What follows belongs to an exercise in optimizing a design on an open flow for small area, a short achievable clock period and few clock cycles per item; a production flow would make more cautious choices. The RTL was checked by simulation tests, not by an equivalence proof against the original design.

==> flow/design.v <==
module ll_fmul (
    input  [31:0] a,
    input  [31:0] b,
    output [31:0] y
);
    wire [7:0] ea = a[30:23], eb = b[30:23];
    wire a_nan  = (&ea) && (|a[22:0]);
    wire b_nan  = (&eb) && (|b[22:0]);
    wire a_inf  = (&ea) && !(|a[22:0]);
    wire b_inf  = (&eb) && !(|b[22:0]);
    wire a_zero = !(|a[30:0]);
    wire b_zero = !(|b[30:0]);
    wire s      = a[31] ^ b[31];
    wire [23:0] ma = {|ea, a[22:0]};
    wire [23:0] mb = {|eb, b[22:0]};
    wire [47:0] pm;
    ll_umul24 u_pm (.a(ma), .b(mb), .p(pm));
    function [4:0] lz24;
        input [23:0] m;
        integer i;
        begin
            lz24 = 5'd0;
            for (i = 0; i < 24; i = i + 1)
                if (m[i]) lz24 = 5'd23 - i[4:0];
        end
    endfunction
    function [4:0] tz24;
        input [23:0] m;
        integer i;
        begin
            tz24 = 5'd0;
            for (i = 23; i >= 0; i = i - 1)
                if (m[i]) tz24 = i[4:0];
        end
    endfunction
    wire [4:0] za = lz24(ma), zb = lz24(mb);
    wire [5:0] z  = {1'b0, za} + {1'b0, zb};
    wire [5:0] tzp = {1'b0, tz24(ma)} + {1'b0, tz24(mb)};
    wire signed [10:0] T = $signed({3'b0, (|ea) ? ea : 8'd1}) + $signed({3'b0, (|eb) ? eb : 8'd1}) - 11'sd127;
    wire norm = T >= $signed({5'b0, z});
    wire rgt  = T < 11'sd0;
    wire [4:0] sl = norm ? z[4:0] : T[4:0];
    wire [10:0] nT = -T;
    wire [4:0] sr = (nT > 11'd31) ? 5'd31 : nT[4:0];
    wire [47:0] pl = pm << sl;
    wire [25:0] wl = pl[47:22];
    wire [25:0] wr = pm[47:22] >> sr;
    wire [25:0] w  = rgt ? wr : wl;
    wire stk = rgt ? ({1'b0, tzp} < 7'd22 + {2'b0, sr}) : ({1'b0, tzp} + {2'b0, sl} < 7'd22);
    wire signed [10:0] e0 = norm ? (T + 11'sd1 - $signed({5'b0, z})) : 11'sd1;
    wire adj = !w[25] && norm && (e0 > 11'sd1);
    wire [23:0] mant = adj ? w[24:1] : w[25:2];
    wire        g    = adj ? w[0] : w[1];
    wire        st   = adj ? stk : (stk | w[0]);
    wire signed [10:0] e1 = adj ? e0 - 11'sd1 : e0;
    wire [9:0]  ef  = e1[9:0] - 10'd1 + {9'b0, mant[23]};
    wire [32:0] pk  = {ef, mant[22:0]} + {32'b0, g & (st | mant[0])};
    wire ovf = (e1 > 11'sd254) || (pk[30:23] == 8'hFF);
    assign y = (a_nan || b_nan || (a_inf && b_zero) || (b_inf && a_zero)) ? 32'h7FC00000 :
               (a_inf || b_inf) ? {s, 8'hFF, 23'b0} :
               (a_zero || b_zero) ? {s, 31'b0} :
               ovf ? {s, 8'hFF, 23'b0} :
               {s, pk[30:0]};
endmodule
module ll_umul24 (
    input  [23:0] a,
    input  [23:0] b,
    output [47:0] p
);
    wire [26:0] bx = {2'b0, b, 1'b0};
    reg  [47:0] rows [0:12];
    reg  [47:0] negs;
    integer i;
    reg neg, one, two;
    reg [24:0] mag, pp;
    always @* begin
        negs = 48'b0;
        for (i = 0; i < 13; i = i + 1) begin
            neg = bx[2*i+2];
            one = bx[2*i+1] ^ bx[2*i];
            two = (bx[2*i+2] & ~bx[2*i+1] & ~bx[2*i]) | (~bx[2*i+2] & bx[2*i+1] & bx[2*i]);
            mag = ({25{one}} & {1'b0, a}) | ({25{two}} & {a, 1'b0});
            pp  = mag ^ {25{neg}};
            rows[i] = {22'b0, ~neg, pp} << (2*i);
            negs[2*i] = neg;
        end
    end
    function [47:0] corr;
        input dummy;
        integer j;
        reg [63:0] c;
        begin
            c = 64'b0;
            for (j = 0; j < 13; j = j + 1)
                c = c + (64'b1 << (25 + 2*j));
            corr = -c[47:0];
        end
    endfunction
    assign p = rows[0] + rows[1] + rows[2] + rows[3] + rows[4] + rows[5] + rows[6] +
               rows[7] + rows[8] + rows[9] + rows[10] + rows[11] + rows[12] + negs + corr(1'b0);
endmodule
module ll_fadd (
    input  [31:0] a,
    input  [31:0] b,
    output [31:0] y
);
    wire a_nan = (&a[30:23]) && (|a[22:0]);
    wire b_nan = (&b[30:23]) && (|b[22:0]);
    wire a_inf = (&a[30:23]) && !(|a[22:0]);
    wire b_inf = (&b[30:23]) && !(|b[22:0]);
    wire        swap = b[30:0] > a[30:0];
    wire [31:0] x    = swap ? b : a;
    wire [31:0] z    = swap ? a : b;
    wire [7:0]  xe   = (|x[30:23]) ? x[30:23] : 8'd1;
    wire [7:0]  ze   = (|z[30:23]) ? z[30:23] : 8'd1;
    wire [23:0] xm   = {|x[30:23], x[22:0]};
    wire [23:0] zm   = {|z[30:23], z[22:0]};
    wire [7:0]  d    = xe - ze;
    wire        sub  = x[31] ^ z[31];
    wire [4:0]  ds   = (d > 8'd26) ? 5'd26 : d[4:0];
    wire [49:0] zsh  = {zm, 26'b0} >> ds;
    wire [26:0] za   = {zsh[49:24], |zsh[23:0]};
    wire [27:0] xa   = {1'b0, xm, 3'b0};
    wire [27:0] S    = sub ? (xa - {1'b0, za}) : (xa + {1'b0, za});
    function [4:0] lz28;
        input [27:0] m;
        integer i;
        begin
            lz28 = 5'd28;
            for (i = 0; i < 28; i = i + 1)
                if (m[i]) lz28 = 5'd27 - i[4:0];
        end
    endfunction
    wire [4:0] lz  = lz28(S);
    wire       nrm = {4'b0, lz} <= {1'b0, xe};    
    wire [4:0] sh  = nrm ? lz : xe[4:0];
    wire [27:0] Sn = S << sh;
    wire [8:0] e1  = nrm ? ({1'b0, xe} + 9'd1 - {4'b0, lz}) : 9'd1;
    wire [23:0] mant = Sn[27:4];
    wire g  = Sn[3];
    wire st = |Sn[2:0];
    wire [8:0]  ef = e1 - 9'd1 + {8'b0, mant[23]};
    wire [31:0] pk = {ef[7:0], mant[22:0]} + {30'b0, g & (st | mant[0])};
    wire ovf = (ef[8]) || (ef[7:0] == 8'hFF) || (pk[30:23] == 8'hFF);
    wire zero = (S == 28'b0);
    wire rs = zero ? (sub ? 1'b0 : x[31]) : x[31];
    assign y = (a_nan || b_nan || (a_inf && b_inf && (a[31] != b[31]))) ? 32'h7FC00000 :
               a_inf ? a :
               b_inf ? b :
               zero ? {rs, 31'b0} :
               ovf ? {rs, 8'hFF, 23'b0} :
               {rs, pk[30:0]};
endmodule
module ll_fdiv #(parameter KS = 8) (
    input             clk,
    input             rst,
    input             go,       
    input      [31:0] k,
    input      [23:0] mh,       
    input      [7:0]  eh,       
    output            valid,
    output     [31:0] y
);
    localparam S_IDLE = 2'd0, S_NORM = 2'd1, S_ITER = 2'd2, S_DONE = 2'd3;
    reg [1:0]  st;
    reg [24:0] rem;
    reg [24:0] q;
    reg [4:0]  cnt;
    reg signed [10:0] er;      
    reg signed [10:0] en;      
    reg        sg;
    reg        spec;
    reg [31:0] specv;
    wire k_nan = (&k[30:23]) && (|k[22:0]);
    wire k_inf = (&k[30:23]) && !(|k[22:0]);
    wire [23:0] mk = {|k[30:23], k[22:0]};
    wire        from_k = (st != S_NORM);
    wire [23:0] m0 = from_k ? mk : rem[23:0];
    wire signed [10:0] e0 = from_k ? $signed({3'b0, k[30:23]}) : en;
    wire        ge = m0 >= mh;
    wire [24:0] t  = ge ? {1'b0, m0} : {m0, 1'b0};
    wire [24:0] r1 = {t[23:0] - mh, 1'b0};
    wire signed [10:0] eres = e0 - $signed({3'b0, eh}) + 11'sd127 - (ge ? 11'sd0 : 11'sd1);
    wire signed [10:0] nb   = (eres >= 11'sd1) ? 11'sd25 : eres + 11'sd24;
    reg [24:0] rs [0:KS];
    reg [24:0] qs [0:KS];
    reg [25:0] df;
    integer i;
    always @* begin
        rs[0] = rem;
        qs[0] = q;
        for (i = 0; i < KS; i = i + 1) begin
            df = {1'b0, rs[i]} - {2'b0, mh};
            if (i < cnt) begin
                rs[i+1] = df[25] ? {rs[i][23:0], 1'b0} : {df[23:0], 1'b0};
                qs[i+1] = {qs[i][23:0], !df[25]};
            end else begin
                rs[i+1] = rs[i];
                qs[i+1] = qs[i];
            end
        end
    end
    wire [4:0] cnt_n = (cnt > KS) ? cnt - KS : 5'd0;
    always @(posedge clk) begin
        if (rst) begin
            st <= S_IDLE;
        end else if (go) begin
            sg   <= k[31];
            spec <= 1'b0;
            if (k_nan) begin
                spec  <= 1'b1;
                specv <= 32'h7FC00000;
                st    <= S_DONE;
            end else if (k_inf) begin
                spec  <= 1'b1;
                specv <= {k[31], 8'hFF, 23'b0};
                st    <= S_DONE;
            end else if (!(|k[30:0])) begin
                spec  <= 1'b1;
                specv <= {k[31], 31'b0};
                st    <= S_DONE;
            end else if (!mk[23]) begin
                rem <= {1'b0, mk};
                en  <= 11'sd1;
                st  <= S_NORM;
            end else begin
                er <= eres;
                if (nb <= 11'sd0) begin
                    q   <= 25'b0;
                    rem <= 25'b0;
                    cnt <= 5'd0;
                    st  <= S_DONE;
                end else begin
                    q   <= 25'b1;
                    rem <= r1;
                    cnt <= nb[4:0] - 5'd1;
                    st  <= (nb == 11'sd1) ? S_DONE : S_ITER;
                end
            end
        end else begin
            case (st)
                S_NORM: begin
                    if (rem[23]) begin
                        er <= eres;
                        if (nb <= 11'sd0) begin
                            q   <= 25'b0;
                            rem <= 25'b0;
                            cnt <= 5'd0;
                            st  <= S_DONE;
                        end else begin
                            q   <= 25'b1;
                            rem <= r1;
                            cnt <= nb[4:0] - 5'd1;
                            st  <= (nb == 11'sd1) ? S_DONE : S_ITER;
                        end
                    end else begin
                        rem <= {rem[23:0], 1'b0};
                        en  <= en - 11'sd1;
                    end
                end
                S_ITER: begin
                    rem <= rs[KS];
                    q   <= qs[KS];
                    cnt <= cnt_n;
                    if (cnt_n == 5'd0) st <= S_DONE;
                end
                default: ;
            endcase
        end
    end
    wire        stk = |rem;
    wire [7:0]  ef0 = (er >= 11'sd1) ? er[7:0] - 8'd1 : 8'd0;
    wire [31:0] pk  = {1'b0, ef0 + {7'b0, q[24]}, q[23:1]} + {31'b0, q[0] & (stk | q[1])};
    wire        ovf = (er >= 11'sd255) || (pk[30:23] == 8'hFF);
    assign valid = (st == S_DONE);
    assign y = spec ? specv : ovf ? {sg, 8'hFF, 23'b0} : {sg, pk[30:0]};
endmodule
module ll_hcalc (
    input  [15:0] n,
    input  [11:0] q,
    output [31:0] h
);
    wire [4:0]  rm  = n[4:0] - (q[4:0] + {q[1:0], 3'b0} + {q[0], 4'b0});
    reg  [19:0] rp;
    always @* begin
        case (rm)
            5'd0:  rp = 20'd0;       5'd1:  rp = 20'd41943;   5'd2:  rp = 20'd83886;
            5'd3:  rp = 20'd125829;  5'd4:  rp = 20'd167772;  5'd5:  rp = 20'd209715;
            5'd6:  rp = 20'd251658;  5'd7:  rp = 20'd293601;  5'd8:  rp = 20'd335544;
            5'd9:  rp = 20'd377487;  5'd10: rp = 20'd419430;  5'd11: rp = 20'd461373;
            5'd12: rp = 20'd503316;  5'd13: rp = 20'd545259;  5'd14: rp = 20'd587202;
            5'd15: rp = 20'd629145;  5'd16: rp = 20'd671088;  5'd17: rp = 20'd713031;
            5'd18: rp = 20'd754974;  5'd19: rp = 20'd796917;  5'd20: rp = 20'd838860;
            5'd21: rp = 20'd880803;  5'd22: rp = 20'd922746;  5'd23: rp = 20'd964689;
            default: rp = 20'd1006632;
        endcase
    end
    wire [51:0] x   = {q, rp, rp};
    function [4:0] lz17;
        input [16:0] v;
        integer i;
        begin
            lz17 = 5'd16;
            for (i = 0; i < 17; i = i + 1)
                if (v[i]) lz17 = 5'd16 - i[4:0];
        end
    endfunction
    wire [4:0]  l   = lz17(x[51:35]);
    wire [51:0] xs  = x << l;
    wire [23:0] mt  = xs[51:28];
    wire        g   = xs[27];
    wire        st  = rm != 5'd0;
    wire [7:0]  ex  = 8'd136 - {3'b0, l};
    wire [30:0] pk  = {ex - 8'd1 + {7'b0, mt[23]}, mt[22:0]} + {30'b0, g & (st | mt[0])};
    assign h = {1'b0, pk};
endmodule
module loop_law (
    input             clk,
    input             rst,
    input             start,
    output            ready,
    output reg        done,
    input             en,           
    input             sign,         
    input             track,        
    input             bank,         
    input             rec_ecc,      
    input             rights_ok,    
    input      [15:0] age_max,
    input      [15:0] period,
    input      [31:0] out_min,
    input      [31:0] out_max,
    input      [31:0] rate,
    input      [31:0] kp_a,
    input      [31:0] ki_a,
    input      [31:0] kd_a,
    input      [31:0] kp_b,
    input      [31:0] ki_b,
    input      [31:0] kd_b,
    input      [31:0] shape,
    input      [31:0] pv_value,
    input      [31:0] pv_status,
    input      [31:0] sp_value,
    input      [31:0] sp_status,
    input      [31:0] out_value,
    input      [31:0] out_status,
    input      [31:0] iprev_i,
    input      [31:0] dprev_i,
    input      [31:0] yprev_i,
    input      [31:0] uprev_i,
    input      [31:0] flags_i,
    output reg [3:0]  code,         
    output reg        wr,           
    output reg [31:0] iprev_o,
    output reg [31:0] dprev_o,
    output reg [31:0] yprev_o,
    output reg [31:0] uprev_o,
    output reg [31:0] flags_o,
    output reg [31:0] fe_o          
);
    function f_lt;   
        input [31:0] a, b;
        begin
            if ((a[30:23] == 8'hFF && a[22:0] != 0) || (b[30:23] == 8'hFF && b[22:0] != 0))
                f_lt = 1'b0;
            else if (a[30:0] == 0 && b[30:0] == 0)
                f_lt = 1'b0;
            else if (a[31] != b[31])
                f_lt = a[31];
            else if (a[31])
                f_lt = !(a[30:0] < b[30:0]) && (a[30:0] != b[30:0]);
            else
                f_lt = a[30:0] < b[30:0];
        end
    endfunction
    function f_eq;
        input [31:0] a, b;
        f_eq = (a == b) || (a[30:0] == 0 && b[30:0] == 0);
    endfunction
    function [31:0] f_min;   
        input [31:0] x, y;
        f_min = f_lt(y, x) ? y : x;
    endfunction
    function [31:0] f_max;
        input [31:0] x, y;
        f_max = f_lt(x, y) ? y : x;
    endfunction
    function finite;
        input [31:0] a;
        finite = a[30:23] != 8'hFF;
    endfunction
    function [31:0] plus0;   
        input [31:0] a;
        plus0 = (a[30:0] == 0) ? 32'h0 : a;
    endfunction
    function [31:0] frac256;
        input [8:0] v;
        reg [2:0] l;
        reg [7:0] m;
        integer j;
        begin
            l = 3'd0;
            for (j = 0; j < 8; j = j + 1)
                if (v[j]) l = 3'd7 - j[2:0];
            m = v[7:0] << l;
            if (v[8])
                frac256 = 32'h3F800000;
            else if (v[7:0] == 8'd0)
                frac256 = 32'h0;
            else
                frac256 = {1'b0, 8'd126 - {5'b0, l}, m[6:0], 16'b0};
        end
    endfunction
    function [31:0] frac255;
        input [7:0] v;
        reg [2:0] l;
        reg [7:0] m;
        reg [23:0] mm;
        integer j;
        begin
            l = 3'd0;
            for (j = 0; j < 8; j = j + 1)
                if (v[j]) l = 3'd7 - j[2:0];
            m  = (v << l) | (v >> (4'd8 - {1'b0, l}));
            mm = {m, m, m} + 24'd1;
            if (v == 8'hFF)
                frac255 = 32'h3F800000;
            else if (v == 8'd0)
                frac255 = 32'h0;
            else
                frac255 = {1'b0, 8'd126 - {5'b0, l}, mm[22:0]};
        end
    endfunction
    wire [31:0] kp = bank ? kp_b : kp_a;
    wire [31:0] ki = bank ? ki_b : ki_a;
    wire [31:0] kd = bank ? kd_b : kd_a;
    wire [7:0]  bw = bank ? shape[23:16] : shape[7:0];
    wire [7:0]  df = bank ? shape[31:24] : shape[15:8];
    wire [31:0] y = pv_value;
    wire [31:0] r = sp_value;
    wire [31:0] ny = {~y[31], y[30:0]};
    wire init_f    = flags_i[0];
    wire restart_f = flags_i[1];
    wire bump_f    = flags_i[2];
    wire pv_ok  = (pv_status[2:0] == 3'd1) || (pv_status[2:0] == 3'd3);
    wire sp_ok  = (sp_status[2:0] == 3'd1) || (sp_status[2:0] == 3'd3);
    wire out_ok = (out_status[2:0] == 3'd1) || (out_status[2:0] == 3'd3);
    wire age_bad = (age_max != 0) && (pv_status[31:16] > age_max);
    reg [3:0] pre_code;
    always @* begin
        if (!en)              pre_code = 4'h9;
        else if (rec_ecc)     pre_code = 4'h8;
        else if (!rights_ok)  pre_code = 4'h6;
        else if (!pv_ok)      pre_code = 4'h3;
        else if (age_bad)     pre_code = 4'h4;
        else if (!sp_ok)      pre_code = 4'h5;
        else                  pre_code = 4'hF;
    end
    localparam M_EVAL = 2'd0, M_INIT = 2'd1, M_TRACK = 2'd2;
    wire [1:0] mode_in = (track && out_status[7:4] != 4'hF && out_ok) ? M_TRACK :
                         init_f ? M_INIT : M_EVAL;
    wire [31:0] v0   = f_min(f_max(out_value, out_min), out_max);
    wire [31:0] u0   = out_ok ? v0 : out_min;
    wire rate_inf    = rate[30:0] == 31'h7F800000;
    localparam DIVKS = 6;
    reg        busy;
    reg [1:0]  mode;
    reg        kz, ks;         
    reg [7:0]  dfr;            
    reg        rs;             
    reg        held2;          
    reg        pf_ur1, pf_ur2, pf_itr, pf_x;    
    localparam NOP = 23;
    localparam O_RMY = 0, O_EP = 1, O_P = 2, O_KDDM = 3, O_KDD = 4, O_AD = 5,
               O_CAD = 6, O_D = 7, O_DEL = 8, O_UPD = 9, O_UMD = 10, O_KIH = 11,
               O_INC = 12, O_UMP = 13, O_IB = 14, O_IC = 15, O_T1 = 16, O_T2 = 17,
               O_UR1 = 18, O_X = 19, O_ITR = 20, O_BR = 21, O_H = 22;
    reg [NOP-1:0] dn;
    reg [31:0] r1, r2, r3, r4, hh;
    wire [31:0] ip = bump_f ? r2 : iprev_i;    
    wire [31:0] e  = {rs ^ sign, fe_o[30:0]};
    wire        div_valid;
    wire [31:0] draw;
    wire        kdd_zero = r1[30:0] == 31'b0;
    wire        div_go   = busy && dn[O_KDDM] && dn[O_H] && !dn[O_KDD] && !kdd_zero;
    ll_fdiv #(.KS(DIVKS)) u_div (
        .clk(clk), .rst(rst), .go(div_go), .k(r1), .mh({1'b1, hh[22:0]}), .eh(hh[30:23]),
        .valid(div_valid), .y(draw)
    );
    wire a_ep   = dn[O_BR] && !dn[O_EP];
    wire a_d    = dn[O_CAD] && dn[O_AD] && !kz && !dn[O_D];
    wire a_ump  = dn[O_P] && !dn[O_UMP];
    wire a_ib   = dn[O_UMP] && dn[O_D] && !dn[O_IB];
    wire a_ic   = dn[O_INC] && dn[O_IB] && !dn[O_IC];
    wire a_t1   = dn[O_IC] && dn[O_P] && dn[O_KDD] && !dn[O_T1];
    wire a_upd  = dn[O_DEL] && !dn[O_UPD];
    wire a_umd  = dn[O_UPD] && !dn[O_UMD];
    wire a_ur1  = dn[O_T1] && dn[O_D] && dn[O_UMD] && !dn[O_UR1];
    wire a_ur2  = held2 && dn[O_T2] && !pf_ur2;
    wire a_x    = dn[O_P] && !dn[O_X];
    wire a_itr  = dn[O_X] && dn[O_D] && !dn[O_ITR];
    wire a_t2   = dn[O_P] && dn[O_IB] && !dn[O_T2];
    wire a_rmy  = !dn[O_RMY];
    localparam A_NONE = 4'd0, A_RMY = 4'd1, A_EP = 4'd2, A_D = 4'd3, A_UMP = 4'd4,
               A_IB = 4'd5, A_IC = 4'd6, A_T1 = 4'd7, A_UPD = 4'd8, A_UMD = 4'd9,
               A_UR1 = 4'd10, A_X = 4'd11, A_ITR = 4'd12, A_UR2 = 4'd13, A_T2 = 4'd14,
               A_DIN = 4'd15;
    reg [3:0] aop;
    always @* begin
        if (!busy)       aop = A_DIN;
        else if (a_rmy)  aop = A_RMY;
        else if (a_ep)   aop = A_EP;
        else if (a_d)    aop = A_D;
        else if (a_ump)  aop = A_UMP;
        else if (a_ib)   aop = A_IB;
        else if (a_ic)   aop = A_IC;
        else if (a_t1)   aop = A_T1;
        else if (a_upd)  aop = A_UPD;
        else if (a_umd)  aop = A_UMD;
        else if (a_ur1)  aop = A_UR1;
        else if (a_x)    aop = A_X;
        else if (a_itr)  aop = A_ITR;
        else if (a_ur2)  aop = A_UR2;
        else if (a_t2)   aop = A_T2;
        else             aop = A_NONE;
    end
    wire m_cad  = div_valid && dn[O_KDD] && !kz && dn[O_KIH] && dn[O_DEL] && !dn[O_CAD];
    wire m_kdd  = !dn[O_KDDM];
    wire m_br   = !dn[O_BR];
    wire m_p    = dn[O_EP] && !dn[O_P];
    wire m_del  = dn[O_H] && !dn[O_DEL];
    wire m_kih  = dn[O_H] && !dn[O_KIH];
    wire m_inc  = dn[O_KIH] && dn[O_RMY] && !dn[O_INC];
    wire m_ad   = !dn[O_AD];
    localparam M_NONE = 4'd0, M_CAD = 4'd1, M_KDD = 4'd2, M_P = 4'd3, M_DEL = 4'd4,
               M_KIH = 4'd5, M_INC = 4'd6, M_AD = 4'd7, M_BR = 4'd8;
    reg [3:0] mop;
    always @* begin
        if (!busy)       mop = M_BR;
        else if (m_cad)  mop = M_CAD;
        else if (m_kdd)  mop = M_KDD;
        else if (m_br)   mop = M_BR;
        else if (m_p)    mop = M_P;
        else if (m_del)  mop = M_DEL;
        else if (m_kih)  mop = M_KIH;
        else if (m_inc)  mop = M_INC;
        else if (m_ad)   mop = M_AD;
        else             mop = M_NONE;
    end
    reg [31:0] add_a, add_b, mul_a, mul_b;
    always @* begin
        case (aop)
            A_DIN:   begin add_a = yprev_i; add_b = ny; end
            A_RMY:   begin add_a = r;       add_b = ny; end
            A_EP:    begin add_a = r2;      add_b = ny; end
            A_D:     begin add_a = dprev_o; add_b = hh; end
            A_UMP:   begin add_a = uprev_i; add_b = {~flags_o[31], flags_o[30:0]}; end
            A_IB:    begin add_a = r2;      add_b = {~dprev_o[31], dprev_o[30:0]}; end
            A_IC:    begin add_a = ip;      add_b = r3; end
            A_T1:    begin add_a = flags_o; add_b = iprev_o; end
            A_UPD:   begin add_a = uprev_i; add_b = yprev_o; end
            A_UMD:   begin add_a = uprev_i; add_b = {~yprev_o[31], yprev_o[30:0]}; end
            A_UR1:   begin add_a = r1;      add_b = dprev_o; end
            A_X:     begin add_a = (mode == M_INIT) ? u0 : v0; add_b = {~flags_o[31], flags_o[30:0]}; end
            A_ITR:   begin add_a = r2;      add_b = {~dprev_o[31], dprev_o[30:0]}; end
            A_UR2:   begin add_a = r4;      add_b = dprev_o; end
            A_T2:    begin add_a = flags_o; add_b = ip; end
            default: begin add_a = 32'h0;   add_b = 32'h0; end
        endcase
        case (mop)
            M_BR:    begin mul_a = frac255(bw); mul_b = r; end
            M_CAD:   begin mul_a = frac256(9'd256 - {1'b0, dfr}); mul_b = draw; end
            M_KDD:   begin mul_a = kd;      mul_b = r1; end
            M_P:     begin mul_a = kp;      mul_b = r2; end
            M_DEL:   begin mul_a = rate;    mul_b = hh; end
            M_KIH:   begin mul_a = ki;      mul_b = hh; end
            M_INC:   begin mul_a = r3;      mul_b = e; end
            M_AD:    begin mul_a = frac256({1'b0, dfr}); mul_b = dprev_i; end
            default: begin mul_a = 32'h0;   mul_b = 32'h0; end
        endcase
    end
    wire [31:0] add_y, mul_y;
    ll_fadd u_add (.a(add_a), .b(add_b), .y(add_y));
    ll_fmul u_mul (.a(mul_a), .b(mul_b), .y(mul_y));
    wire [31:0] add_sg = {add_y[31] ^ sign, add_y[30:0]};
    wire [32:0] n33 = {17'b0, period};
    wire [32:0] qm  = (n33 << 16) + (n33 << 14) + (n33 << 11) - (n33 << 6) - (n33 << 4) - n33;
    wire [31:0] h_in;
    ll_hcalc u_h (.n(period), .q(qm[32:21]), .h(h_in));
    wire [31:0] upd = uprev_o;
    wire [31:0] umd = yprev_o;
    wire [31:0] inc = r3;
    wire [31:0] hi  = f_min(out_max, upd);
    wire [31:0] lo  = f_max(out_min, umd);
    wire crossed  = f_lt(hi, lo);
    wire up_above = f_lt(out_max, uprev_i);
    wire up_below = f_lt(uprev_i, out_min);
    wire inc_nz   = inc[30:0] != 0;
    wire inc_pos  = f_lt(32'h0, inc);
    wire inc_neg  = f_lt(inc, 32'h0);
    wire [31:0] ur      = pf_ur2 ? r4 : r1;
    wire ur_hi    = f_lt(hi, ur);
    wire ur_lo    = f_lt(ur, lo);
    wire held1    = crossed || (ur_hi && inc_pos) || (ur_lo && inc_neg);
    wire is2      = pf_ur2;
    wire held     = is2 || held1;
    wire crs      = !is2 && crossed;
    wire [31:0] inew_e  = held ? ip : iprev_o;
    wire [31:0] clampd  = ur_lo ? lo : (ur_hi ? hi : ur);
    wire [31:0] u_e     = plus0(crs ? (up_above ? umd : upd) : clampd);
    wire lim_hi   = crs ? up_above : ur_hi;
    wire lim_lo   = crs ? up_below : ur_lo;
    wire rate_lim = (f_eq(u_e, upd) || f_eq(u_e, umd)) &&
                    (crs || (f_lt(out_min, u_e) && f_lt(u_e, out_max)));
    wire frozen   = held && inc_nz;
    wire [31:0] u_i = plus0(u0);
    wire fin_eval = pf_ur2 || (pf_ur1 && !(held1 && !crossed));
    wire fin_trk  = pf_itr;
    wire fin_init = pf_x;
    wire fin      = busy && (fin_eval || fin_trk || fin_init);
    reg num_ok;
    always @* begin
        case (mode)
            M_EVAL:  num_ok = finite(flags_o) && finite(dprev_o) && finite(inew_e) && finite(ur) && finite(u_e);
            M_INIT:  num_ok = finite(flags_o) && finite(r2) && finite(u_i);
            default: num_ok = finite(flags_o) && finite(dprev_o) && finite(r2);
        endcase
    end
    wire [15:0] holds_inc = (flags_i[31:16] == 16'hFFFF) ? 16'hFFFF : flags_i[31:16] + 16'd1;
    assign ready = !busy;
    reg [NOP-1:0] dn0;
    always @* begin
        dn0 = {NOP{1'b0}};
        case (mode_in)
            M_INIT: begin
                dn0 = {NOP{1'b1}};
                dn0[O_RMY] = 1'b0; dn0[O_EP] = 1'b0; dn0[O_P] = 1'b0; dn0[O_X] = 1'b0;
                dn0[O_BR] = 1'b0;
            end
            M_TRACK: begin
                dn0[O_DEL] = 1'b1; dn0[O_UPD] = 1'b1; dn0[O_UMD] = 1'b1; dn0[O_KIH] = 1'b1;
                dn0[O_INC] = 1'b1; dn0[O_UMP] = 1'b1; dn0[O_IB] = 1'b1; dn0[O_IC] = 1'b1;
                dn0[O_T1] = 1'b1; dn0[O_T2] = 1'b1; dn0[O_UR1] = 1'b1;
            end
            default: begin
                dn0[O_X] = 1'b1; dn0[O_ITR] = 1'b1;
                if (!bump_f) begin dn0[O_UMP] = 1'b1; dn0[O_IB] = 1'b1; end
                if (rate_inf) begin dn0[O_DEL] = 1'b1; dn0[O_UPD] = 1'b1; dn0[O_UMD] = 1'b1; end
            end
        endcase
        dn0[O_H] = 1'b1; dn0[O_BR] = 1'b1;
        if (restart_f) begin dn0[O_KDDM] = 1'b1; dn0[O_KDD] = 1'b1; dn0[O_CAD] = 1'b1; end
    end
    always @(posedge clk) begin
        done <= 1'b0;
        if (rst) begin
            busy <= 1'b0;
        end else if (!busy) begin
            if (start) begin
                if (pre_code != 4'hF) begin
                    code    <= pre_code;
                    wr      <= 1'b0;
                    iprev_o <= iprev_i;
                    dprev_o <= dprev_i;
                    yprev_o <= yprev_i;
                    uprev_o <= uprev_i;
                    fe_o    <= 32'h0;
                    if (pre_code == 4'h9)
                        flags_o <= {flags_i[31:12], 4'h9, flags_i[7:0]};
                    else
                        flags_o <= {holds_inc, flags_i[15:12], pre_code, flags_i[7:2],
                                    flags_i[1] | !init_f, flags_i[0]};
                    done <= 1'b1;
                end else begin
                    busy  <= 1'b1;
                    mode  <= mode_in;
                    dn    <= dn0;
                    kz    <= restart_f;
                    ks    <= 1'b0;
                    held2 <= 1'b0;
                    pf_ur1 <= 1'b0; pf_ur2 <= 1'b0; pf_itr <= 1'b0; pf_x <= 1'b0;
                    dfr   <= df;
                    hh    <= h_in;
                    r2    <= mul_y;                              
                    r1    <= {add_y[31] ^ sign, add_y[30:0]};    
                    if (rate_inf) begin
                        uprev_o <= 32'h7F800000;
                        yprev_o <= 32'hFF800000;
                    end
                end
            end
        end else begin
            if (dn[O_KDDM] && !dn[O_KDD]) begin
                dn[O_KDD] <= 1'b1;
                if (kdd_zero) begin
                    kz <= 1'b1;
                    ks <= r1[31];
                    dn[O_CAD] <= 1'b1;
                end
            end
            if (kz && dn[O_AD] && !dn[O_D]) begin
                dn[O_D] <= 1'b1;
                if (dprev_o[30:0] == 31'b0)
                    dprev_o <= {dprev_o[31] & ks, 31'b0};
            end
            case (mop)
                M_CAD: begin hh <= mul_y;      dn[O_CAD] <= 1'b1; end
                M_BR:  begin r2 <= mul_y;      dn[O_BR] <= 1'b1; end
                M_KDD: begin r1 <= mul_y;      dn[O_KDDM] <= 1'b1; end
                M_P:   begin flags_o <= mul_y; dn[O_P] <= 1'b1; end
                M_DEL: begin yprev_o <= mul_y; dn[O_DEL] <= 1'b1; end
                M_KIH: begin r3 <= mul_y;      dn[O_KIH] <= 1'b1; end
                M_INC: begin r3 <= mul_y;      dn[O_INC] <= 1'b1; end
                M_AD:  begin dprev_o <= mul_y; dn[O_AD] <= 1'b1; end
                default: ;
            endcase
            case (aop)
                A_RMY: begin fe_o <= {1'b0, add_y[30:0]}; rs <= add_y[31]; dn[O_RMY] <= 1'b1; end
                A_EP:  begin r2 <= add_sg;       dn[O_EP] <= 1'b1; end
                A_D:   begin dprev_o <= add_y;   dn[O_D] <= 1'b1; end
                A_UMP: begin r2 <= add_y;        dn[O_UMP] <= 1'b1; end
                A_IB:  begin r2 <= add_y;        dn[O_IB] <= 1'b1; end
                A_IC:  begin iprev_o <= add_y;   dn[O_IC] <= 1'b1; end
                A_T1:  begin r1 <= add_y;        dn[O_T1] <= 1'b1; end
                A_UPD: begin uprev_o <= add_y;   dn[O_UPD] <= 1'b1; end
                A_UMD: begin yprev_o <= add_y;   dn[O_UMD] <= 1'b1; end
                A_UR1: begin r1 <= add_y;        dn[O_UR1] <= 1'b1; pf_ur1 <= 1'b1; end
                A_UR2: begin r4 <= add_y;        pf_ur2 <= 1'b1; end
                A_ITR: begin r2 <= add_y;        dn[O_ITR] <= 1'b1; pf_itr <= 1'b1; end
                A_X:   begin r2 <= add_y;        dn[O_X] <= 1'b1; pf_x <= (mode == M_INIT); end
                A_T2:  begin r4 <= add_y;        dn[O_T2] <= 1'b1; end
                default: ;
            endcase
            if (pf_ur1) begin
                pf_ur1 <= 1'b0;
                held2  <= 1'b1;
            end
            if (fin) begin
                busy <= 1'b0;
                done <= 1'b1;
                wr      <= 1'b0;
                iprev_o <= iprev_i;
                dprev_o <= dprev_i;
                yprev_o <= yprev_i;
                uprev_o <= uprev_i;
                if (!num_ok) begin
                    code    <= 4'h7;
                    flags_o <= {holds_inc, flags_i[15:12], 4'h7, flags_i[7:2],
                                flags_i[1] | !init_f, flags_i[0]};
                end else begin
                    code    <= {2'b0, mode};
                    yprev_o <= y;
                    flags_o[31:16] <= init_f ? 16'h0 : flags_i[31:16];
                    flags_o[15:12] <= flags_i[15:12];
                    flags_o[11:8]  <= {2'b0, mode};
                    flags_o[7:4]   <= (mode == M_EVAL) ? {rate_lim, lim_lo, lim_hi, frozen} : 4'h0;
                    flags_o[3]     <= bank;
                    flags_o[2:0]   <= 3'b0;
                    case (mode)
                        M_EVAL: begin
                            wr      <= 1'b1;
                            iprev_o <= inew_e;
                            dprev_o <= dprev_o;
                            uprev_o <= u_e;
                        end
                        M_INIT: begin
                            wr      <= 1'b1;
                            iprev_o <= r2;
                            dprev_o <= 32'h0;
                            uprev_o <= u_i;
                        end
                        default: begin
                            iprev_o <= r2;
                            dprev_o <= dprev_o;
                            uprev_o <= v0;
                        end
                    endcase
                end
            end
        end
    end
endmodule
==> flow/run.sh <==
#!/bin/bash
# synth_recipe.tcl (not shown) runs the flow's synth.tcl, then flattens the netlist and writes it again
# the make line also repeats each setting of config.mk as NAME=value (left out here)
make -C /OpenROAD-flow-scripts/flow DESIGN_CONFIG=/design/flow/config.mk WORK_HOME=/design/flow/orfs CLKGATE_MAP_FILE= SYNTH_SCRIPT=/design/flow/synth_recipe.tcl finish
==> flow/config.mk <==
export PLATFORM = sky130hd
export DESIGN_NAME = loop_law
export DESIGN_NICKNAME = loop_law
export VERILOG_FILES = /design/flow/design.v
export SDC_FILE = /design/flow/constraint.sdc
export NUM_CORES = 4
export LEC_CHECK = 0
export ABC_AREA = 1
export CAP_MARGIN = 20
export CORE_MARGIN = 2
export CORE_UTILIZATION = 40
export PLACE_DENSITY = 0.6
export SLEW_MARGIN = 20
==> flow/constraint.sdc <==
create_clock -name core_clock -period 35.0 [get_ports {clk}]
set_input_delay 7.0000 -clock core_clock [delete_from_list [all_inputs] [get_ports {clk}]]
set_output_delay 7.0000 -clock core_clock [all_outputs]
set_load 0.01 [all_outputs]
==> flow_metrics.env, run 1 <==
export IMPL_yosysMostFrequentCell="nand2_1"
export IMPL_nNetsFinal=18300
export IMPL_ff_latch_area_um2=14400
export IMPL_cpMaxStageDelayCell="o21ai_0"
export IMPL_final_hold_viol_count=0
export IMPL_cts_buffer_depth=3
export IMPL_drc=0
export IMPL_final_util_pct=47.1
export IMPL_portBuffers=836
export IMPL_root_buffer="clkbuf_16"
export IMPL_routed_via_density=6.37
export IMPL_placed_area_um2=114000
export IMPL_rsz0062_at_grt="no"
export IMPL_cts_hold_buf=0
export IMPL_worstSetupPathType="primary input to flip-flop"
export IMPL_tns_ps=0
export IMPL_ys_seq_area_share_pct=14.4
export IMPL_start_util_pct=40.2
export IMPL_io_pins=912
export IMPL_async_flop_share_pct=0
export IMPL_clk_pin_slew_ps=70
export IMPL_worst_slew_pin_slew_ps=1350
export IMPL_place_inst=19600
export IMPL_grt_pass1_wl_um=894000
export IMPL_grt_max_degree=106
export IMPL_netlist_area_um2=99700
export IMPL_slew_headroom_pct=8.95
export IMPL_grt_ovfl_total=0
export IMPL_clock_insertion_delay_worst_skew_ps=740
export IMPL_routed_wl_um=668000
export IMPL_synth_top_area_cell="edfxtp_1"
export IMPL_fp_coreArea_um2=248000
export IMPL_cp_arrival_ps=33670
export IMPL_whs_path_depth=0
export IMPL_hold_ws_ps=527
export IMPL_fp_dieW_um=503
export IMPL_post_cts_buffers=0
export IMPL_cp_slowest_stage_delay_ps=890
export IMPL_fmax_mhz=30.1
export IMPL_synth_area_top_cells="edfxtp_1 14%, nand2_1 14%, ha_1 12%"
export IMPL_fp_dieH_um=503
export IMPL_cts_sinks=481
export IMPL_multiInputGateArea_um2=74800
export IMPL_hold_class="flip-flop to flip-flop"
export IMPL_yosys_cell_types_count=90
export IMPL_synthTopCellsByCount="3615 x nand2_1, 2063 x inv_1, 1323 x o21ai_0"
export IMPL_fillers=26800
export IMPL_design_area_um2=117000
export IMPL_dr_pass1_iters=10
export IMPL_antenna_found_initial=138
export IMPL_setup_viol=0
export IMPL_ys_ff_latch=481
export IMPL_numCtsBuffers=67
export IMPL_cts_resized=0
export IMPL_synthFlopType="edfxtp_1"
export IMPL_cp_required_ps=35480
export IMPL_gp_congestion=1.17
export IMPL_grt_pass1_vias=111000
export IMPL_h_tree_depth=3
export IMPL_crit_fanout=61
export IMPL_syn2layout_area_growth_pct=17.2
export IMPL_max_cap_violations=0
export IMPL_yosys_warnings=9
export IMPL_wl_per_cell_um=33.8
export IMPL_syn_nets=17500
export IMPL_synth_edff_count=477
export IMPL_track_usage_pct=50.6
export IMPL_fin_cells=19800
export IMPL_crit_top_cell="nand2_1"
export IMPL_synth_cells=15500
export IMPL_drt_iter0_markers=20400
export IMPL_vias=126000
export IMPL_status="complete, no violations"
export IMPL_avgSynthCellArea_um2=6.42
export IMPL_reg2reg_depth=173
export IMPL_drive_above_1_share_pct=6.36
export IMPL_clock_skew_ps=44.1
export IMPL_rows=183
export IMPL_antenna_left=0
export IMPL_finalCritPeriodShare_pct=94.8
export IMPL_start_kind="primary input"
export IMPL_dieArea_um2=253000
export IMPL_timing_final_crit_period_ps=33190
export IMPL_yosys_area_top_type_share_pct=14.4
export IMPL_dpl_hpwl_um=546000
export IMPL_critPathCaptureType="flip-flop"
export IMPL_final_max_slew_violation_count=0
export IMPL_cts_tree="done"
layout make-up:
class	instances	share of cell area (%)
clock buffer	78	1.47
antenna	93	0.199
sequential	481	12.3
multi-input combinational	12200	64.0
inverter	2161	6.95
clock inverter	43	0.393
timing repair buffer	1427	11.1
tap	3330	3.56
cells in the final DEF, fill, tap and decap left out, types with 28 or more instances in the layout:
cell	n
clkdlybuf4s50_1	834
nand4_1	223
a21o_1	28
nand2_2	36
clkbuf_16	67
fa_1	288
inv_1	2052
or2_2	76
o31ai_1	44
o221ai_1	82
o21a_1	33
o211ai_1	271
xor2_1	526
nor2_2	31
nor4_1	140
o21ai_0	1314
nor2_4	33
ha_1	996
o21bai_1	36
a221oi_1	119
o22ai_1	497
a22oi_1	91
nand3_1	853
a21oi_1	914
diode_2	93
buf_4	575
nor2_1	1033
inv_2	61
clkinv_1	56
xnor2_1	119
a2111oi_0	39
nand2_1	3608
a31oi_1	62
nor3_1	172
o21ai_1	90
a211oi_1	70
edfxtp_1	477
o2111ai_1	60
metal layers:
layer  vias to the layer above  global-route usage, %  wire length [um]
li1                      54800                      -                 -
met1                     59600                   64.0            256000
met2                      9416                   66.0            249000
met3                      2061                   25.4            108000
met4                        90                   33.6             53800
met5                         -                   1.94              1410
worst max-delay path, delay by kind of cell:
kind                       cells  cell delay (ps)
adders and majority gates      9             2830
AOI/OAI and AO/OA             23             7370
and+or+nand+nor               84            12690
buffers and inverters         21             3580
state kept, by name, indices dropped and copies added, names as in the netlist, 2 cells and up:
| signal | cells |
|---|---|
| code | 4 |
| dfr | 8 |
| dn | 21 |
| dprev_o | 32 |
| fe_o | 31 |
| flags_o | 32 |
| hh | 32 |
| iprev_o | 32 |
| mode | 2 |
| r1 | 32 |
| r2 | 32 |
| r3 | 32 |
| r4 | 32 |
| u_div.cnt | 5 |
| u_div.en | 11 |
| u_div.er | 11 |
| u_div.q | 25 |
| u_div.rem | 25 |
| u_div.specv | 3 |
| u_div.st | 2 |
| uprev_o | 32 |
| yprev_o | 32 |
metrics by stage:
stage / worst slack, ps
2_1_floorplan: 10230
3_3_place_gp: 3040
3_5_place_dp: 2940
4_1_cts: 3640
5_1_grt: 901
6_report: 1810
final timing paths:
kind | startpoint | endpoint | slack (ps)
max | out_min[3] | uprev_o[17] | 1810
min | r1[31] | u_div.sg | 530
max reg2reg | hh[1] | u_div.rem[6] | 6860
min reg2reg | r1[31] | u_div.sg | 530
kinds of logic (layout without fill, tap and decap cells):
| kind of cell | after synthesis | after routing | share of synthesized area, % |
|---|---|---|---|
| other cells | 1 | 94 | 0.00376 |
| fa+ha+maj | 1284 | 1284 | 18.3 |
| simple gates | 6315 | 6315 | 27.0 |
| xor+xnor | 647 | 647 | 5.68 |
| mux | 23 | 23 | 0.232 |
| compound gates | 3888 | 3888 | 23.3 |
| buf+inv | 2893 | 3709 | 11.1 |
| flops | 481 | 481 | 14.4 |
Testbench counts, summed over its fixed seeds: cycles 24,981, evals 2,400.
==> inputs of run 2 (changes only) <==
--- a/flow/design.v
+++ b/flow/design.v
@@ -110,2 +110,6 @@
     wire b_inf = (&b[30:23]) && !(|b[22:0]);
+    wire [7:0]  ae   = (|a[30:23]) ? a[30:23] : 8'd1;
+    wire [7:0]  be   = (|b[30:23]) ? b[30:23] : 8'd1;
+    wire [8:0]  dab  = {1'b0, ae} - {1'b0, be};
+    wire [8:0]  dba  = {1'b0, be} - {1'b0, ae};
     wire        swap = b[30:0] > a[30:0];
@@ -113,7 +117,6 @@
     wire [31:0] z    = swap ? a : b;
-    wire [7:0]  xe   = (|x[30:23]) ? x[30:23] : 8'd1;
-    wire [7:0]  ze   = (|z[30:23]) ? z[30:23] : 8'd1;
+    wire [7:0]  xe   = swap ? be : ae;
     wire [23:0] xm   = {|x[30:23], x[22:0]};
     wire [23:0] zm   = {|z[30:23], z[22:0]};
-    wire [7:0]  d    = xe - ze;
+    wire [7:0]  d    = swap ? dba[7:0] : dab[7:0];
     wire        sub  = x[31] ^ z[31];
@@ -123,14 +126,15 @@
     wire [27:0] xa   = {1'b0, xm, 3'b0};
-    wire [27:0] S    = sub ? (xa - {1'b0, za}) : (xa + {1'b0, za});
-    function [4:0] lz28;
-        input [27:0] m;
-        integer i;
-        begin
-            lz28 = 5'd28;
-            for (i = 0; i < 28; i = i + 1)
-                if (m[i]) lz28 = 5'd27 - i[4:0];
-        end
-    endfunction
-    wire [4:0] lz  = lz28(S);
-    wire       nrm = {4'b0, lz} <= {1'b0, xe};    
+    wire [27:0] S    = xa + ({1'b0, za} ^ {28{sub}}) + {27'b0, sub};
+    wire [31:0] s32  = {S, 4'b1111};
+    wire        z16  = ~|s32[31:16];
+    wire [15:0] t16  = z16 ? s32[15:0] : s32[31:16];
+    wire        z8   = ~|t16[15:8];
+    wire [7:0]  t8   = z8 ? t16[7:0] : t16[15:8];
+    wire        z4   = ~|t8[7:4];
+    wire [3:0]  t4   = z4 ? t8[3:0] : t8[7:4];
+    wire        z2   = ~|t4[3:2];
+    wire [1:0]  t2   = z2 ? t4[1:0] : t4[3:2];
+    wire        z1   = ~t2[1];
+    wire [4:0]  lz   = {z16, z8, z4, z2, z1};
+    wire       nrm = {4'b0, lz} <= {1'b0, xe};
     wire [4:0] sh  = nrm ? lz : xe[4:0];
--- a/flow/config.mk
+++ b/flow/config.mk
@@ -12,2 +12,3 @@
 export PLACE_DENSITY = 0.6
+export SETUP_SLACK_MARGIN = 5
 export SLEW_MARGIN = 20
==> run 2 against run 1 <==
  * Global-route usage down 1.2 points
  * First-iteration DRC count down 5.2%
  * Register-to-register slack better by 1500 ps
  * Non-clock buffer count down 179
  * Critical path depth down 4
  * Clock-buffer cell count up 4
  * Critical path type unchanged
==> flow_metrics.env, run 2 <==
export IMPL_fillers=26900
export IMPL_grt_pass1_wl_um=891000
export IMPL_synth_cells=15700
export IMPL_final_hold_viol_count=0
export IMPL_critPathCaptureType="flip-flop"
export IMPL_finalCritPeriodShare_pct=83.2
export IMPL_fp_dieW_um=505
export IMPL_synthFlopType="edfxtp_1"
export IMPL_rsz0062_at_grt="no"
export IMPL_grt_pass1_vias=111000
export IMPL_timing_final_crit_period_ps=29120
export IMPL_synth_top_area_cell="edfxtp_1"
export IMPL_h_tree_depth=3
export IMPL_track_usage_pct=49.4
export IMPL_cp_arrival_ps=29720
export IMPL_portBuffers=836
export IMPL_crit_fanout=51
export IMPL_gr_usage_met2_pct=66.6
export IMPL_antenna_left=0
export IMPL_syn2layout_area_growth_pct=15.9
export IMPL_rrSetupSlack_ps=8380
export IMPL_fp_coreArea_um2=249000
export IMPL_rows=183
export IMPL_layout_common_cells="3586 x nand2_1, 2126 x inv_1, 1273 x o21ai_0, 1059 x nor2_1, 982 x ha_1"
export IMPL_root_buffer="clkbuf_16"
export IMPL_grt_max_degree=93
export IMPL_clock_insertion_delay_worst_skew_ps=760
export IMPL_hold_class="flip-flop to flip-flop"
export IMPL_start_util_pct=40.3
export IMPL_crit_start="out_min[15]"
export IMPL_status="complete, no violations"
export IMPL_drive_above_1_share_pct=5.74
export IMPL_routed_wl_um=661000
export IMPL_vias=125000
export IMPL_final_util_pct=46.7
export IMPL_fp_dieH_um=505
export IMPL_cts_tree="done"
export IMPL_yosys_cell_types_count=84
export IMPL_grtUsageMet3_pct=20.9
export IMPL_dieArea_um2=255000
export IMPL_nNetsFinal=18300
export IMPL_io_pins=912
export IMPL_final_common_cell="nand2_1"
export IMPL_drc=0
export IMPL_syn_nets=17700
export IMPL_cpMaxStageDelayCell="clkdlybuf4s50_1"
export IMPL_yosys_area_top_type_share_pct=14.3
export IMPL_fmax_mhz=34.3
export IMPL_dpl_hpwl_um=543000
export IMPL_yosys_warnings=8
export IMPL_cts_buffer_depth=3
export IMPL_grt_ovfl_total=0
export IMPL_tns_ps=0
export IMPL_cp_slowest_stage_delay_ps=910
export IMPL_max_cap_violations=0
export IMPL_synth_area_top_cells="edfxtp_1 14%, nand2_1 13%, ha_1 12%"
export IMPL_worstSetupPathType="primary input to flip-flop"
export IMPL_cp_required_ps=35600
export IMPL_clk_pin_slew_ps=80
export IMPL_cts_sinks=481
export IMPL_reg2reg_from="hh[2]"
export IMPL_dr_pass1_iters=12
export IMPL_top_usage_layer="met2"
export IMPL_design_area_um2=116000
export IMPL_ys_ff_latch=481
export IMPL_clock_skew_ps=56.8
export IMPL_slew_headroom_pct=5.11
export IMPL_crit_top_cell="nand2_1"
export IMPL_synth_edff_count=477
export IMPL_met1_usage_pct=64.1
export IMPL_yosysMostFrequentCell="nand2_1"
export IMPL_worstHoldStart="r1[31]"
export IMPL_numCtsBuffers=69
export IMPL_async_flop_share_pct=0
export IMPL_setup_viol=0
export IMPL_drt_iter0_markers=19300
export IMPL_start_kind="primary input"
export IMPL_antenna_found_initial=101
export IMPL_final_max_slew_violation_count=0
export IMPL_synthTopCellsByCount="3598 x nand2_1, 2139 x inv_1, 1295 x o21ai_0"
export IMPL_avgSynthCellArea_um2=6.38
export IMPL_wl_per_cell_um=33.4
export IMPL_ys_seq_area_share_pct=14.3
export IMPL_netlist_area_um2=100000
export IMPL_worst_slew_pin_slew_ps=1410
export IMPL_routed_via_density=6.31
export IMPL_gp_congestion=1.13
export IMPL_placed_area_um2=113000
[run 2: cell types whose count changed in the layout (fill, tap and decap cells not counted), moves of 22 or more]
cell and change:
a2111oi_0 -24, a22oi_1 -29, buf_4 -170, diode_2 -32
inv_1 +74, nand2_1 -22, nand3_1 +90, nor2_1 +26
o211ai_1 -72, o21ai_0 -41, o21ai_1 +59, xor2_1 +47
[run 2: worst max-delay path, delay by kind of cell]
family	cells	cell delay (ps)
compound gates	18	3300
simple gates	86	11870
buf+inv	18	3800
xor+xnor	3	1090
fa+ha+maj	8	2360
[run 2: final timing paths]
path,endpoint,cells past startpoint
worst max-delay path,yprev_o[5],133
worst min-delay path,u_div.sg,0
worst max register to register,u_div.rem[24],186
worst min register to register,u_div.sg,0
[run 2: logic make-up after synthesis]
group,share of synthesized area (%)
other cells,0.00374
buf+inv,11.4
mux,0.219
compound gates,22.9
flops,14.3
simple gates,27.2
fa+ha+maj,18.0
xor+xnor,5.98
[run 2: metrics by stage]
stage	hold slack [ps]	setup WS, ps	cells
global route	516	4970	19700
detailed placement	473	2850	19600
finish	517	5880	19800
CTS	511	5030	19700
global placement	463	2850	19600
floorplan	450	11320	15700
[run 2: what timing repair did]
action | 4_1_cts | 5_1_grt
hold buffers | 0 | 0
setup buffers | 0 | 11
gates cloned | 0 | 4
pin swaps | 0 | 5
resized for setup | 18 | 63
setup endpoints to repair | 248 | 280
[run 2: layout make-up]
type	count	area (um^2)	area share (%)
inverter	2253	8500	7.30
antenna	61	153	0.131
clock inverter	44	564	0.485
timing repair inverter	3	20.0	0.0172
multi-input combinational	12300	75300	64.7
tap	3330	4170	3.58
sequential	481	14400	12.4
timing repair buffer	1248	11500	9.90
clock buffer	82	1800	1.54
[run 2: metal layers]
layer	wire length, um	vias to the layer above
li1	-	54900
met1	259000	59300
met2	252000	8785
met3	99400	1616
met4	50300	67
met5	984	-
Testbench counts of run 2, summed over its fixed seeds: cycles 24,981, evals 2,400.
==> inputs of run 3 (changes only) <==
--- a/flow/design.v
+++ b/flow/design.v
@@ -157,3 +157,3 @@
 endmodule
-module ll_fdiv #(parameter KS = 8) (
+module ll_fdiv #(parameter KS = 6) (
     input             clk,
@@ -167,2 +167,3 @@
 );
+    localparam QW = 25 + KS - 1;         
     localparam S_IDLE = 2'd0, S_NORM = 2'd1, S_ITER = 2'd2, S_DONE = 2'd3;
@@ -170,9 +171,8 @@
     reg [24:0] rem;
-    reg [24:0] q;
-    reg [4:0]  cnt;
-    reg signed [10:0] er;      
-    reg signed [10:0] en;      
+    reg [QW-1:0] qa;                     
+    reg [4:0]  cnt;                      
+    reg [3:0]  ex;                       
+    reg signed [10:0] er;                
     reg        sg;
-    reg        spec;
-    reg [31:0] specv;
+    reg [1:0]  spec;                     
     wire k_nan = (&k[30:23]) && (|k[22:0]);
@@ -182,3 +182,3 @@
     wire [23:0] m0 = from_k ? mk : rem[23:0];
-    wire signed [10:0] e0 = from_k ? $signed({3'b0, k[30:23]}) : en;
+    wire signed [10:0] e0 = from_k ? $signed({3'b0, k[30:23]}) : er;
     wire        ge = m0 >= mh;
@@ -188,4 +188,6 @@
     wire signed [10:0] nb   = (eres >= 11'sd1) ? 11'sd25 : eres + 11'sd24;
+    wire [5:0]  nr   = nb[5:0] - 6'd1;
+    wire [5:0]  nrc  = (nr + KS - 1) / KS * KS;
     reg [24:0] rs [0:KS];
-    reg [24:0] qs [0:KS];
+    reg [KS-1:0] qb;
     reg [25:0] df;
@@ -194,15 +196,10 @@
         rs[0] = rem;
-        qs[0] = q;
         for (i = 0; i < KS; i = i + 1) begin
             df = {1'b0, rs[i]} - {2'b0, mh};
-            if (i < cnt) begin
-                rs[i+1] = df[25] ? {rs[i][23:0], 1'b0} : {df[23:0], 1'b0};
-                qs[i+1] = {qs[i][23:0], !df[25]};
-            end else begin
-                rs[i+1] = rs[i];
-                qs[i+1] = qs[i];
-            end
+            qb[KS-1-i] = !df[25];
+            rs[i+1] = df[25] ? {rs[i][23:0], 1'b0} : {df[23:0], 1'b0};
         end
     end
-    wire [4:0] cnt_n = (cnt > KS) ? cnt - KS : 5'd0;
+    wire [QW-1:0] qsh  = qa >> ex;
+    wire          lost = |(qa & ~({QW{1'b1}} << ex));
     always @(posedge clk) begin
@@ -212,32 +209,27 @@
             sg   <= k[31];
-            spec <= 1'b0;
+            spec <= 2'd0;
             if (k_nan) begin
-                spec  <= 1'b1;
-                specv <= 32'h7FC00000;
-                st    <= S_DONE;
+                spec <= 2'd3;
+                st   <= S_DONE;
             end else if (k_inf) begin
-                spec  <= 1'b1;
-                specv <= {k[31], 8'hFF, 23'b0};
-                st    <= S_DONE;
+                spec <= 2'd2;
+                st   <= S_DONE;
             end else if (!(|k[30:0])) begin
-                spec  <= 1'b1;
-                specv <= {k[31], 31'b0};
-                st    <= S_DONE;
+                spec <= 2'd1;
+                st   <= S_DONE;
             end else if (!mk[23]) begin
                 rem <= {1'b0, mk};
-                en  <= 11'sd1;
+                er  <= 11'sd1;
                 st  <= S_NORM;
             end else begin
-                er <= eres;
+                er  <= eres;
+                rem <= r1;
+                qa  <= {{(QW-1){1'b0}}, 1'b1};
+                cnt <= nrc[4:0];
+                ex  <= nrc[3:0] - nr[3:0];
                 if (nb <= 11'sd0) begin
-                    q   <= 25'b0;
-                    rem <= 25'b0;
-                    cnt <= 5'd0;
-                    st  <= S_DONE;
-                end else begin
-                    q   <= 25'b1;
-                    rem <= r1;
-                    cnt <= nb[4:0] - 5'd1;
-                    st  <= (nb == 11'sd1) ? S_DONE : S_ITER;
-                end
+                    spec <= 2'd1;
+                    st   <= S_DONE;
+                end else
+                    st   <= (nr == 6'd0) ? S_DONE : S_ITER;
             end
@@ -247,17 +239,15 @@
                     if (rem[23]) begin
-                        er <= eres;
+                        er  <= eres;
+                        rem <= r1;
+                        qa  <= {{(QW-1){1'b0}}, 1'b1};
+                        cnt <= nrc[4:0];
+                        ex  <= nrc[3:0] - nr[3:0];
                         if (nb <= 11'sd0) begin
-                            q   <= 25'b0;
-                            rem <= 25'b0;
-                            cnt <= 5'd0;
-                            st  <= S_DONE;
-                        end else begin
-                            q   <= 25'b1;
-                            rem <= r1;
-                            cnt <= nb[4:0] - 5'd1;
-                            st  <= (nb == 11'sd1) ? S_DONE : S_ITER;
-                        end
+                            spec <= 2'd1;
+                            st   <= S_DONE;
+                        end else
+                            st   <= (nr == 6'd0) ? S_DONE : S_ITER;
                     end else begin
                         rem <= {rem[23:0], 1'b0};
-                        en  <= en - 11'sd1;
+                        er  <= er - 11'sd1;
                     end
@@ -266,5 +256,5 @@
                     rem <= rs[KS];
-                    q   <= qs[KS];
-                    cnt <= cnt_n;
-                    if (cnt_n == 5'd0) st <= S_DONE;
+                    qa  <= {qa[QW-1-KS:0], qb};
+                    cnt <= cnt - KS;
+                    if (cnt == KS) st <= S_DONE;
                 end
@@ -274,3 +264,4 @@
     end
-    wire        stk = |rem;
+    wire [24:0] q   = qsh[24:0];
+    wire        stk = (|rem) || lost;
     wire [7:0]  ef0 = (er >= 11'sd1) ? er[7:0] - 8'd1 : 8'd0;
@@ -279,3 +270,6 @@
     assign valid = (st == S_DONE);
-    assign y = spec ? specv : ovf ? {sg, 8'hFF, 23'b0} : {sg, pk[30:0]};
+    assign y = (spec == 2'd3) ? 32'h7FC00000 :
+               (spec == 2'd2) ? {sg, 8'hFF, 23'b0} :
+               (spec == 2'd1) ? {sg, 31'b0} :
+               ovf ? {sg, 8'hFF, 23'b0} : {sg, pk[30:0]};
 endmodule
@@ -428,3 +422,3 @@
             m  = (v << l) | (v >> (4'd8 - {1'b0, l}));
-            mm = {m, m, m} + 24'd1;
+            mm = {m, m, m + 8'd1};    
             if (v == 8'hFF)
@@ -553,21 +547,24 @@
     end
-    reg [31:0] add_a, add_b, mul_a, mul_b;
+    reg [31:0] add_a, bsrc, mul_a, mul_b;
+    reg        negb;
+    wire [31:0] add_b = {bsrc[31] ^ negb, bsrc[30:0]};
     always @* begin
+        negb = 1'b0;
         case (aop)
-            A_DIN:   begin add_a = yprev_i; add_b = ny; end
-            A_RMY:   begin add_a = r;       add_b = ny; end
-            A_EP:    begin add_a = r2;      add_b = ny; end
-            A_D:     begin add_a = dprev_o; add_b = hh; end
-            A_UMP:   begin add_a = uprev_i; add_b = {~flags_o[31], flags_o[30:0]}; end
-            A_IB:    begin add_a = r2;      add_b = {~dprev_o[31], dprev_o[30:0]}; end
-            A_IC:    begin add_a = ip;      add_b = r3; end
-            A_T1:    begin add_a = flags_o; add_b = iprev_o; end
-            A_UPD:   begin add_a = uprev_i; add_b = yprev_o; end
-            A_UMD:   begin add_a = uprev_i; add_b = {~yprev_o[31], yprev_o[30:0]}; end
-            A_UR1:   begin add_a = r1;      add_b = dprev_o; end
-            A_X:     begin add_a = (mode == M_INIT) ? u0 : v0; add_b = {~flags_o[31], flags_o[30:0]}; end
-            A_ITR:   begin add_a = r2;      add_b = {~dprev_o[31], dprev_o[30:0]}; end
-            A_UR2:   begin add_a = r4;      add_b = dprev_o; end
-            A_T2:    begin add_a = flags_o; add_b = ip; end
-            default: begin add_a = 32'h0;   add_b = 32'h0; end
+            A_DIN:   begin add_a = yprev_i; bsrc = y;       negb = 1'b1; end
+            A_RMY:   begin add_a = r;       bsrc = y;       negb = 1'b1; end
+            A_EP:    begin add_a = r2;      bsrc = y;       negb = 1'b1; end
+            A_D:     begin add_a = dprev_o; bsrc = hh;      end
+            A_UMP:   begin add_a = uprev_i; bsrc = flags_o; negb = 1'b1; end
+            A_IB:    begin add_a = r2;      bsrc = dprev_o; negb = 1'b1; end
+            A_IC:    begin add_a = ip;      bsrc = r3;      end
+            A_T1:    begin add_a = flags_o; bsrc = iprev_o; end
+            A_UPD:   begin add_a = uprev_i; bsrc = yprev_o; end
+            A_UMD:   begin add_a = uprev_i; bsrc = yprev_o; negb = 1'b1; end
+            A_UR1:   begin add_a = r1;      bsrc = dprev_o; end
+            A_X:     begin add_a = r4;      bsrc = flags_o; negb = 1'b1; end
+            A_ITR:   begin add_a = r2;      bsrc = dprev_o; negb = 1'b1; end
+            A_UR2:   begin add_a = r4;      bsrc = dprev_o; end
+            A_T2:    begin add_a = flags_o; bsrc = ip;      end
+            default: begin add_a = 32'h0;   bsrc = 32'h0;   end
         endcase
@@ -619,3 +616,3 @@
     wire frozen   = held && inc_nz;
-    wire [31:0] u_i = plus0(u0);
+    wire [31:0] u_i = plus0(r4);
     wire fin_eval = pf_ur2 || (pf_ur1 && !(held1 && !crossed));
@@ -686,2 +683,3 @@
                     dfr   <= df;
+                    r4    <= (mode_in == M_INIT) ? u0 : v0;    
                     hh    <= h_in;
@@ -778,3 +776,3 @@
                             dprev_o <= dprev_o;
-                            uprev_o <= v0;
+                            uprev_o <= r4;
                         end
==> run 3 against run 2 <==
  * Now fails the layout checks on capacitance limit
  * First-iteration DRC count fell by 3.1%
  * Synthesized cell count fell by 1.1%
  * Maximum frequency rose by 4.7%
  * Highest routed layer unchanged
==> flow_metrics.env, run 3 <==
export IMPL_max_cap_violations=1
export IMPL_yosys_area_top_type_share_pct=14.3
export IMPL_post_cts_buffers=0
export IMPL_synth_area_top_cells="edfxtp_1 14%, nand2_1 14%, ha_1 12%"
export IMPL_dr_pass1_iters=16
export IMPL_wl_per_cell_um=32.9
export IMPL_synth_edff_count=472
export IMPL_synthAdderAreaFrac_pct=18.1
export IMPL_grt_pass1_vias=108000
export IMPL_crit_top_cell="nand2_1"
export IMPL_drive_above_1_share_pct=5.25
export IMPL_so_faults="capacitance limit"
export IMPL_critPathCaptureType="flip-flop"
export IMPL_h_tree_depth=3
export IMPL_clock_insertion_delay_worst_skew_ps=770
export IMPL_async_flop_share_pct=0
export IMPL_dieArea_um2=253000
export IMPL_final_max_slew_violation_count=0
export IMPL_netlist_area_um2=99500
export IMPL_yosysMostFrequentCell="nand2_1"
export IMPL_crit_fanout=72
export IMPL_setup_viol=0
export IMPL_hold_class="flip-flop to flip-flop"
export IMPL_track_usage_pct=48.8
export IMPL_synthXorXnorAreaFrac_pct=6.22
export IMPL_ys_ff_latch=476
export IMPL_portBuffers=836
export IMPL_synth_compound_gate_area_share_pct=21.3
export IMPL_start_kind="primary input"
export IMPL_fp_dieW_um=503
export IMPL_cts_buffer_depth=3
export IMPL_hold_ws_ps=583
export IMPL_cts_hold_buf=0
export IMPL_fp_coreArea_um2=248000
export IMPL_status="complete, but fails checks"
export IMPL_final_hold_viol_count=0
export IMPL_timing_final_crit_period_ps=27820
export IMPL_cts_tree="done"
export IMPL_ff_latch_area_um2=14300
export IMPL_yosys_cell_types_count=91
export IMPL_dpl_worst_slack_ps=7110
export IMPL_io_pins=912
export IMPL_layout_setup_ws_ps=7180
export IMPL_gp_congestion=1.17
export IMPL_nNetsFinal=18100
export IMPL_cts_sinks=476
export IMPL_syn2layout_area_growth_pct=15.4
export IMPL_drc=0
export IMPL_cpMaxStageDelayCell="nand3_1"
export IMPL_drt_iter0_markers=18700
export IMPL_fmax_mhz=35.9
export IMPL_synth_cells=15600
export IMPL_syn_nets=17600
export IMPL_fp_dieH_um=503
export IMPL_yosys_warnings=7
export IMPL_ys_seq_area_share_pct=14.3
export IMPL_synthTopCellsByCount="3601 x nand2_1, 1976 x inv_1, 1299 x o21ai_0"
export IMPL_avgSynthCellArea_um2=6.38
export IMPL_synth_top_family_by_area="simple AND/OR/NAND/NOR gates"
export IMPL_antenna_left=0
export IMPL_layout_common_cells="3595 x nand2_1, 1969 x inv_1, 1295 x o21ai_0, 1254 x nor2_1, 986 x ha_1"
export IMPL_dpl_hpwl_um=522000
export IMPL_synth_top_area_cell="edfxtp_1"
export IMPL_clock_skew_ps=60.5
export IMPL_synthFlopType="edfxtp_1"
## run 3: cell types whose count changed in the layout (fill, tap and decap cells not counted), moves of 43 or more
cell      previous run  this run
nand3_1            943       898
o22ai_1            483       415
a221oi_1           117        64
nor2_1            1059      1254
inv_1             2126      1969
diode_2             61       104
o211ai_1           199       114
nand4_1            223       295
buf_4              405       326
## run 3: worst max-delay path, delay by kind of cell
family                     cells  cell delay [ps]
AOI/OAI and AO/OA             32             6570
and+or+nand+nor               37             5750
adders and majority gates     11             4570
xor gates and xnor gates       3              580
buffers and inverters         18             3810
## run 3: routing by layer
layer / global-route usage, % / share of wire [%] / vias to the layer above
met3: 19.6 / 15 / 1981
met5: 0 / 0.088 / -
li1: - / - / 54200
met2: 66.4 / 39 / 8735
met4: 34.1 / 8.5 / 72
met1: 62.0 / 38 / 58000
## run 3: logic make-up (layout without fill, tap and decap cells)
logic type	count (synthesis)	count (layout)
and+or+nand+nor	6685	6685
DFF	476	476
AOI/OAI and AO/OA	3635	3635
xor gates and xnor gates	706	706
buffers and inverters	2772	3362
muxes	30	30
other	1	105
adders and majority gates	1271	1271
## run 3: layout make-up
cell class | count | share of cell area [%]
clock buffers | 85 | 1.59
clock inverters | 41 | 0.483
well taps | 3330 | 3.63
repair buffers | 1165 | 9.46
inverters | 2071 | 6.79
diodes | 104 | 0.227
multi-input cells | 12300 | 65.4
flip-flops and latches | 476 | 12.4
## run 3: through the flow
| stage | instances | area, um^2 | utilization [%] |
|---|---|---|---|
| after global routing | 19600 | 115000 | 46.2 |
| after global placement | 19400 | 112000 | 45.2 |
| final | 19600 | 115000 | 46.3 |
| after CTS | 19500 | 114000 | 46.1 |
| after detailed placement | 19400 | 112000 | 45.2 |
| after floorplan | 15600 | 99500 | - |
## run 3: final timing paths
check / from / to / cells past startpoint
hold / removal: u_div.qa[16] / u_div.qa[22] / 2
setup / recovery: bank / dprev_o[1] / 101
hold reg to reg: u_div.qa[16] / u_div.qa[22] / 2
setup reg to reg: hh[1] / u_div.rem[4] / 145
Testbench counts of run 3, summed over its fixed seeds: cycles 24,981, evals 2,400.

separate check: timing with driven ports:
In the flow no input, the clock included, has a driving cell. The finished layouts below were timed again as built, in two steps.
Step 1: set_driving_cell puts a clkbuf_16 on clk and a buf_2 on each other input, an assumption about the parent block.
Step 2 also shifts input and output timing later by t, the mid clock arrival at the registers, as if the neighbouring blocks saw the same clock.
Three values: no drivers, after step 1, after step 2; two values: the first two.
| run | t (ns) | setup WS [ns] | slew at the worst register clock pin (ns) |
|---|---|---|---|
| run 1 | 0.786 | 1.815 / 1.843 / 1.056 | 0.07 / 0.07 |
| run 2 | 0.835 | 5.885 / 5.963 / 5.128 | 0.08 / 0.08 |
| run 3 | 0.858 | 7.179 / 7.267 / 6.409 | 0.10 / 0.10 |
The setup slack of run 3, which loses most, moves by +0.088 ns with the drivers and by -0.770 ns with both steps.
